Background: an optimization exercise with open tools, aiming at small area, a short achievable clock period and few clock cycles per item. Do not read the settings as production practice. Function was checked by simulation only, so behaviour that the tests miss may differ from the original. Power and IR drop assume default switching activity.

## run A
## le_fpu
module le_fpu (
    input  wire        clk,
    input  wire        rst,
    input  wire        in_valid,
    output wire        in_ready,
    input  wire [3:0]  in_fn,
    input  wire [31:0] in_a,
    input  wire [31:0] in_b,
    input  wire [31:0] in_c,
    output reg         out_valid,
    output reg  [31:0] out_result,
    output reg  [3:0]  out_flags
);
    localparam [31:0] QNAN = 32'h7FC0_0000;
    assign in_ready = 1'b1;
    reg        v0;
    reg [3:0]  fn0;
    reg [31:0] a0, b0, c0;
    reg        f_arith, f_add, y_is_b, f_fma, f_mul, f_cvt, f_i2f, f_f2i;
    always @(posedge clk) begin
        v0      <= in_valid & ~rst;
        fn0     <= in_fn;
        a0      <= in_a;
        b0      <= in_b;
        c0      <= in_c;
        f_arith <= (in_fn[3:2] == 2'b00);    
        f_add   <= (in_fn[3:1] == 3'b000);   
        y_is_b  <= (in_fn[3:1] == 3'b001);   
        f_fma   <= (in_fn == 4'd3);
  ...
clock: 30.0 ns
lec_check: 0
cap_margin: 20
core_margin: 2
core_utilization: 50
place_density: 0.6
slew_margin: 20
run.sh (not shown) runs the stock make flow with config.mk's settings and CLKGATE_MAP_FILE= SYNTH_SCRIPT=/design/flow/synth_recipe.tcl, a recipe that flattens the netlist after the stock synthesis.
Looking at the reports, run A completed the entire flow and the layout it produced met the timing, DRC and antenna checks.
Testbench counts of run A, summed over its fixed seeds: cycles 16,024, items 16,000.
Relative to run A, the following input files were edited for run B:
Settings: ABC_AREA: unset -> 1.
Notes after the runs:
Diff run B..run A | count of instances resized after the clock tree is built | unchanged
Re total number of nets in the final design: run B is 25% up on run A.
Compared with run A, run B instantiates a larger number of standard cells.
Final critical path time including I/O delays and setup (lower): run B
Sort run A and run B by part of the cycle the worst path needs desc -> top: run A
Compared to run A, run B shows a wider setup margin.
Compared with run A, run B shows a higher post-detailed-placement half-perimeter wirelength.
Having completed the whole flow, run B delivered a layout that passed the timing, DRC and antenna checks.

---

le_fpu, a different RTL version from the one above (not shown whole).
For scale: ~5100 cells after synthesis, about 400 flip-flops, roughly 42000 µm² of cells after synthesis.
export LEC_CHECK = 0
export CAP_MARGIN = 20
export CORE_MARGIN = 2
export CORE_UTILIZATION = 70
export CTS_CLUSTER_DIAMETER = 100
export CTS_CLUSTER_SIZE = 20
export PLACE_DENSITY = 0.8
export SLEW_MARGIN = 20
create_clock -name core_clock -period 30.0 [get_ports {clk}]
standard.sh (not shown) runs the stock make flow with config.mk's settings and CLKGATE_MAP_FILE= SYNTH_SCRIPT=/design/flow/synth_recipe.tcl, a recipe that flattens the netlist after the stock synthesis.
==> flow/flow/run.sh <==
#!/bin/bash
# Own layout flow: the standard layout (standard.sh, all steps unchanged) with one
# hook after global placement, flow/ports.tcl, which gives the port buffers that the
# standard flow inserts regular buffer cells (sky130_fd_sc_hd__buf_4 on outputs,
# sky130_fd_sc_hd__buf_1 on inputs) in place of the slow delay-buffer cell it picks
# by default. All output of the layout goes to
# standard.log here; ORFS's per-step logs stay under orfs/logs.
set -euo pipefail
W=$(pwd)
export POST_GLOBAL_PLACE_TCL="$W/flow/ports.tcl"
bash standard.sh finish > "$W/standard.log" 2>&1
==> flow/flow/ports.tcl <==
# Port buffers: the standard flow's flow inserts one buffer per input and output port (buffer_ports).
# Give them regular buffer cells instead of the slow delay-buffer cell picked by default:
# sky130_fd_sc_hd__buf_4 on the outputs (their paths set the clock period) and
# sky130_fd_sc_hd__buf_1 on the inputs (their paths have slack to spare).
set n_swapped 0
foreach inst [[ord::get_db_block] getInsts] {
  set name [$inst getName]
  if {[regexp {^(input|output)[0-9]+$} $name -> kind]} {
    set want [expr {$kind eq "output" ? "sky130_fd_sc_hd__buf_4" : "sky130_fd_sc_hd__buf_1"}]
    if {[[$inst getMaster] getName] ne $want} {
      replace_cell [get_cells $name] [get_lib_cells */$want]
      incr n_swapped
    }
  }
}
puts "ports.tcl: $n_swapped port buffers replaced"
The starting point went through all stages and came out clean.
Testbench counts at the start, summed over its fixed seeds: cycles 16,024, items 16,000.
Change:
--- a/flow/flow/run.sh
+++ b/flow/flow/run.sh
@@ -4,3 +4,2 @@
-# standard flow inserts regular buffer cells (sky130_fd_sc_hd__buf_4 on outputs,
-# sky130_fd_sc_hd__buf_1 on inputs) in place of the slow delay-buffer cell it picks
-# by default. All output of the layout goes to
+# standard flow inserts a regular buffer cell (sky130_fd_sc_hd__buf_4) in place of the
+# slow delay-buffer cell it picks by default. All output of the layout goes to
==> flow/flow/ports.tcl (replaced) <==
# Port buffers: the standard flow's flow inserts one buffer per input and output port (buffer_ports).
# Give them a regular buffer cell instead of the slow delay-buffer cell picked by default.
set n_swapped 0
foreach inst [[ord::get_db_block] getInsts] {
  set name [$inst getName]
  if {[regexp {^(input|output)[0-9]+$} $name]} {
    set master [[$inst getMaster] getName]
    if {$master ne "sky130_fd_sc_hd__buf_4"} {
      replace_cell [get_cells $name] [get_lib_cells */sky130_fd_sc_hd__buf_4]
      incr n_swapped
    }
  }
}
puts "ports.tcl: $n_swapped port buffers set to sky130_fd_sc_hd__buf_4"
--- a/flow/config.mk
+++ b/flow/config.mk
@@ -10 +10 @@
-export CORE_UTILIZATION = 70
+export CORE_UTILIZATION = 60
@@ -13 +13 @@
-export PLACE_DENSITY = 0.8
+export PLACE_DENSITY = 0.7
The new run went through all stages and came out clean.
Total power barely changes.
Core utilization fell by 9.6 points.
Maximum frequency barely changes.
Cell count rose by about 2.8%.
Change:
--- a/flow/flow/run.sh
+++ b/flow/flow/run.sh
@@ -4,2 +4,3 @@
-# standard flow inserts a regular buffer cell (sky130_fd_sc_hd__buf_4) in place of the
-# slow delay-buffer cell it picks by default. All output of the layout goes to
+# standard flow inserts regular buffer cells (sky130_fd_sc_hd__buf_4 on outputs,
+# sky130_fd_sc_hd__buf_1 on inputs) in place of the slow delay-buffer cell it picks
+# by default. All output of the layout goes to
==> flow/flow/ports.tcl (replaced) <==
# Port buffers: the standard flow's flow inserts one buffer per input and output port (buffer_ports).
# Give them regular buffer cells instead of the slow delay-buffer cell picked by default:
# sky130_fd_sc_hd__buf_4 on the outputs (their paths set the clock period) and
# sky130_fd_sc_hd__buf_1 on the inputs (their paths have slack to spare).
set n_swapped 0
foreach inst [[ord::get_db_block] getInsts] {
  set name [$inst getName]
  if {[regexp {^(input|output)[0-9]+$} $name -> kind]} {
    set want [expr {$kind eq "output" ? "sky130_fd_sc_hd__buf_4" : "sky130_fd_sc_hd__buf_1"}]
    if {[[$inst getMaster] getName] ne $want} {
      replace_cell [get_cells $name] [get_lib_cells */$want]
      incr n_swapped
    }
  }
}
puts "ports.tcl: $n_swapped port buffers replaced"
Final area went down slightly. Power hardly moves. Via count hardly moves.

---

Setup of build 35:
le_fpu, a different RTL version from the one above (not shown whole).
Size: about 4900 cells after synthesis, ~400 flip-flops, roughly 140 I/O pins, roughly 0.041 mm2 of cells after synthesis.
==> flow/config.mk <==
export PLATFORM = sky130hd
export DESIGN_NAME = le_fpu
export DESIGN_NICKNAME = le_fpu
export VERILOG_FILES = /design/flow/design.v
export SDC_FILE = /design/flow/constraint.sdc
export NUM_CORES = 4
export LEC_CHECK = 0
export CAP_MARGIN = 20
export CORE_MARGIN = 2
export CORE_UTILIZATION = 60
export CTS_CLUSTER_DIAMETER = 100
export CTS_CLUSTER_SIZE = 20
export PLACE_DENSITY = 0.7
export SLEW_MARGIN = 20
==> flow/constraint.sdc <==
create_clock -name core_clock -period 30.0 [get_ports {clk}]
set_input_delay 6.0000 -clock core_clock [delete_from_list [all_inputs] [get_ports {clk}]]
set_output_delay 6.0000 -clock core_clock [all_outputs]
set_load 0.01 [all_outputs]
==> flow/flow/run.sh <==
#!/bin/bash
# Own layout flow: the standard layout (standard.sh, all steps unchanged) with two
# hooks:
#  - after global placement, flow/ports.tcl gives the port buffers that the standard
#    flow inserts regular buffer cells (sky130_fd_sc_hd__buf_4 on outputs,
#    sky130_fd_sc_hd__buf_1 on inputs) in place of the slow delay-buffer cell it picks
#    by default;
#  - before the standard repair_design after placement, flow/fanout.tcl sets a
#    maximum fanout, so that repair_design buffers wide select nets.
# All output of the layout goes to standard.log here; ORFS's per-step logs stay under
# orfs/logs.
set -euo pipefail
W=$(pwd)
export POST_GLOBAL_PLACE_TCL="$W/flow/ports.tcl"
export PRE_RESIZE_TCL="$W/flow/fanout.tcl"
bash standard.sh finish > "$W/standard.log" 2>&1
==> flow/flow/fanout.tcl <==
# Before the standard repair_design after global placement: cap the fanout of every
# net so that repair_design buffers the wide select nets (shifter and multiplexer
# controls) instead of leaving them on single small gates. Timing is still signed
# off against the design's constraints only.
set_max_fanout 10 [current_design]
puts "fanout.tcl: max fanout 10 for repair_design"
==> flow/flow/ports.tcl <==
# Port buffers: the standard flow's flow inserts one buffer per input and output port (buffer_ports).
# Give them regular buffer cells instead of the slow delay-buffer cell picked by default:
# sky130_fd_sc_hd__buf_4 on the outputs (their paths set the clock period) and
# sky130_fd_sc_hd__buf_1 on the inputs (their paths have slack to spare).
set n_swapped 0
foreach inst [[ord::get_db_block] getInsts] {
  set name [$inst getName]
  if {[regexp {^(input|output)[0-9]+$} $name -> kind]} {
    set want [expr {$kind eq "output" ? "sky130_fd_sc_hd__buf_4" : "sky130_fd_sc_hd__buf_1"}]
    if {[[$inst getMaster] getName] ne $want} {
      replace_cell [get_cells $name] [get_lib_cells */$want]
      incr n_swapped
    }
  }
}
puts "ports.tcl: $n_swapped port buffers replaced"
Testbench counts of build 35, summed over its fixed seeds: cycles 16,024, items 16,000.
Here is what was changed in the inputs of build 94 compared with build 35.
- swapping 100 for 80 in CTS_CLUSTER_DIAMETER
- swapping 20 for 24 in CTS_CLUSTER_SIZE
==> flow/flow/run.sh <==
#!/bin/bash
# Own layout flow: the standard layout (standard.sh, all steps unchanged) with
#  - a hook after global placement, flow/ports.tcl, which gives the port buffers that
#    the standard flow inserts regular buffer cells (sky130_fd_sc_hd__buf_4 on outputs,
#    sky130_fd_sc_hd__buf_1 on inputs) in place of the slow delay-buffer cell it picks
#    by default;
#  - a setup slack margin of 23 ns for the standard repair_timing steps (after CTS and
#    after global routing), so that they work on every path longer than 7 ns of the
#    30 ns clock. The clock and the constraints are the design's own.
# All output of the layout goes to standard.log here; ORFS's per-step logs stay under
# orfs/logs.
set -euo pipefail
W=$(pwd)
export POST_GLOBAL_PLACE_TCL="$W/flow/ports.tcl"
bash standard.sh SETUP_SLACK_MARGIN=23.0 finish > "$W/standard.log" 2>&1
removed: flow/flow/fanout.tcl
Results
On hold slack, build 35 and build 94 are basically level.
In build 94, the sum of met3 wire segment lengths after detailed routing came out about 24% below the value in build 35.
[diff] setup skew after layout, build 94 relative to build 35: regression
Compared with build 35, build 94 improves total power consumption of the routed design.
Build 35 → build 94: final cell count -6.1%; share of total power in combinational logic -2.3 points; leakage power figure -about 7.5%.
[inputs] build 56 vs build 94
- changing CTS_CLUSTER_SIZE from 24 to 20
- changing CTS_CLUSTER_DIAMETER from 80 to 100
==> flow/flow/run.sh <==
#!/bin/bash
# Own layout flow: the standard layout (standard.sh, all steps unchanged) with one
# hook after global placement, flow/ports.tcl, which gives the port buffers that the
# standard flow inserts regular buffer cells (sky130_fd_sc_hd__buf_4 on outputs,
# sky130_fd_sc_hd__buf_1 on inputs) in place of the slow delay-buffer cell it picks
# by default. All output of the layout goes to
# standard.log here; ORFS's per-step logs stay under orfs/logs.
set -euo pipefail
W=$(pwd)
export POST_GLOBAL_PLACE_TCL="$W/flow/ports.tcl"
bash standard.sh finish > "$W/standard.log" 2>&1
[summary]
- Sequential share of layout area across build 56 and build 94: no real change.
- Summary of build 56 over build 94: setup slack now smaller, part of the power in the clock network moved down, number of logic stages on the critical path including buffering moved up, peak ir drop on the vdd network climbed 0.00000032 V, final instance area shrank by about 0.8%.
- From build 94 to build 56 the numbers moved as follows: area taken by flip-flops and latches dropped 0.48%, data required time at the worst endpoint saw an increase.
Relative to build 56, the following input files were edited for build 83:
==> flow/flow/run.sh <==
#!/bin/bash
# Own layout flow: the standard layout (standard.sh, all steps unchanged) with
#  - a hook after global placement, flow/ports.tcl, which gives the port buffers that
#    the standard flow inserts regular buffer cells (sky130_fd_sc_hd__buf_4 on outputs,
#    sky130_fd_sc_hd__buf_1 on inputs) in place of the slow delay-buffer cell it picks
#    by default;
#  - a setup slack margin of 23 ns for the standard repair_timing steps (after CTS and
#    after global routing), so that they work on every path longer than 7 ns of the
#    30 ns clock. The clock and the constraints are the design's own.
# All output of the layout goes to standard.log here; ORFS's per-step logs stay under
# orfs/logs.
set -euo pipefail
W=$(pwd)
export POST_GLOBAL_PLACE_TCL="$W/flow/ports.tcl"
bash standard.sh SETUP_SLACK_MARGIN=23.0 finish > "$W/standard.log" 2>&1
### Flow results
- On fraction of area in clock buffers and inverters, build 83 and build 56 are neck and neck.
- As far as global-route usage is concerned, build 56 and build 83 perform about the same.
- Final-layout worst hold slack: build 83 vs build 56 — no meaningful difference
- Where cell area is concerned, build 56 is better than build 83.
- On via total after detailed routing, build 83 tracks build 56 almost exactly.
- First-pass GRT wire length delta (build 56 -> build 83): insignificant
- Per the comparison of build 83 with build 56, routed wire length barely changed; routed length on met2 barely changed.
- Power: build 83 draws more than build 56
- Relative to build 56, worst setup margin has increased by 280 ps in build 83.
- Looking at build 83 and build 56, the latest clock arrival within the worst-skew pair is a wash.

[separate check: timing with driven ports]
How much do the figures lean on ideal ports? The routed layouts below were timed once more, with nothing changed but the port constraints.
Step 1 (the two cells are an assumption about what drives the block):
set clk [get_ports {clk}]
set_driving_cell -lib_cell sky130_fd_sc_hd__clkbuf_16 $clk
set_driving_cell -lib_cell sky130_fd_sc_hd__buf_2 [delete_from_list [all_inputs] $clk]
Step 2 adds t to the input delays and takes it off the output delays; t is the mean of the earliest and latest rising clock arrival at the registers after step 1. Input paths then give back, and output paths get back, about the clock's delay inside the block.
Slacks: ideal ports / drivers / drivers and shift; pairs: ideal ports / drivers.
| run | t, ns | slack for setup (ns) | hold slack, ns | latest minus earliest clock arrival (ns) | worst register clock-pin slew, ns |
|---|---|---|---|---|---|
| run A | 0.699 | 21.966 / 21.966 / 21.966 | 0.324 / 0.324 / 0.324 | 0.047 / 0.047 | 0.07 / 0.07 |
| run B | 0.681 | 22.301 / 22.301 / 22.301 | 0.325 / 0.325 / 0.325 | 0.037 / 0.037 | 0.08 / 0.08 |
| the first run of note 2 | 0.671 | 22.933 / 22.861 / 23.288 | 0.330 / 0.330 / 0.330 | 0.033 / 0.033 | 0.09 / 0.09 |
| the second run of note 2 | 0.674 | 22.932 / 22.858 / 23.262 | 0.328 / 0.328 / 0.328 | 0.030 / 0.029 | 0.09 / 0.09 |
| the third run of note 2 | 0.691 | 22.905 / 22.831 / 23.318 | 0.290 / 0.290 / 0.290 | 0.055 / 0.054 | 0.09 / 0.09 |
| build 35 | 0.676 | 18.534 / 18.534 / 18.534 | 0.330 / 0.330 / 0.330 | 0.024 / 0.025 | 0.09 / 0.09 |
| build 94 | 0.669 | 22.955 / 22.880 / 23.271 | 0.332 / 0.332 / 0.332 | 0.031 / 0.031 | 0.10 / 0.10 |
| build 56 | 0.656 | 22.697 / 22.697 / 22.697 | 0.329 / 0.329 / 0.329 | 0.025 / 0.024 | 0.09 / 0.09 |
| build 83 | 0.656 | 22.981 / 22.907 / 23.329 | 0.329 / 0.329 / 0.329 | 0.026 / 0.026 | 0.09 / 0.09 |
After both steps every run listed still meets setup and hold.
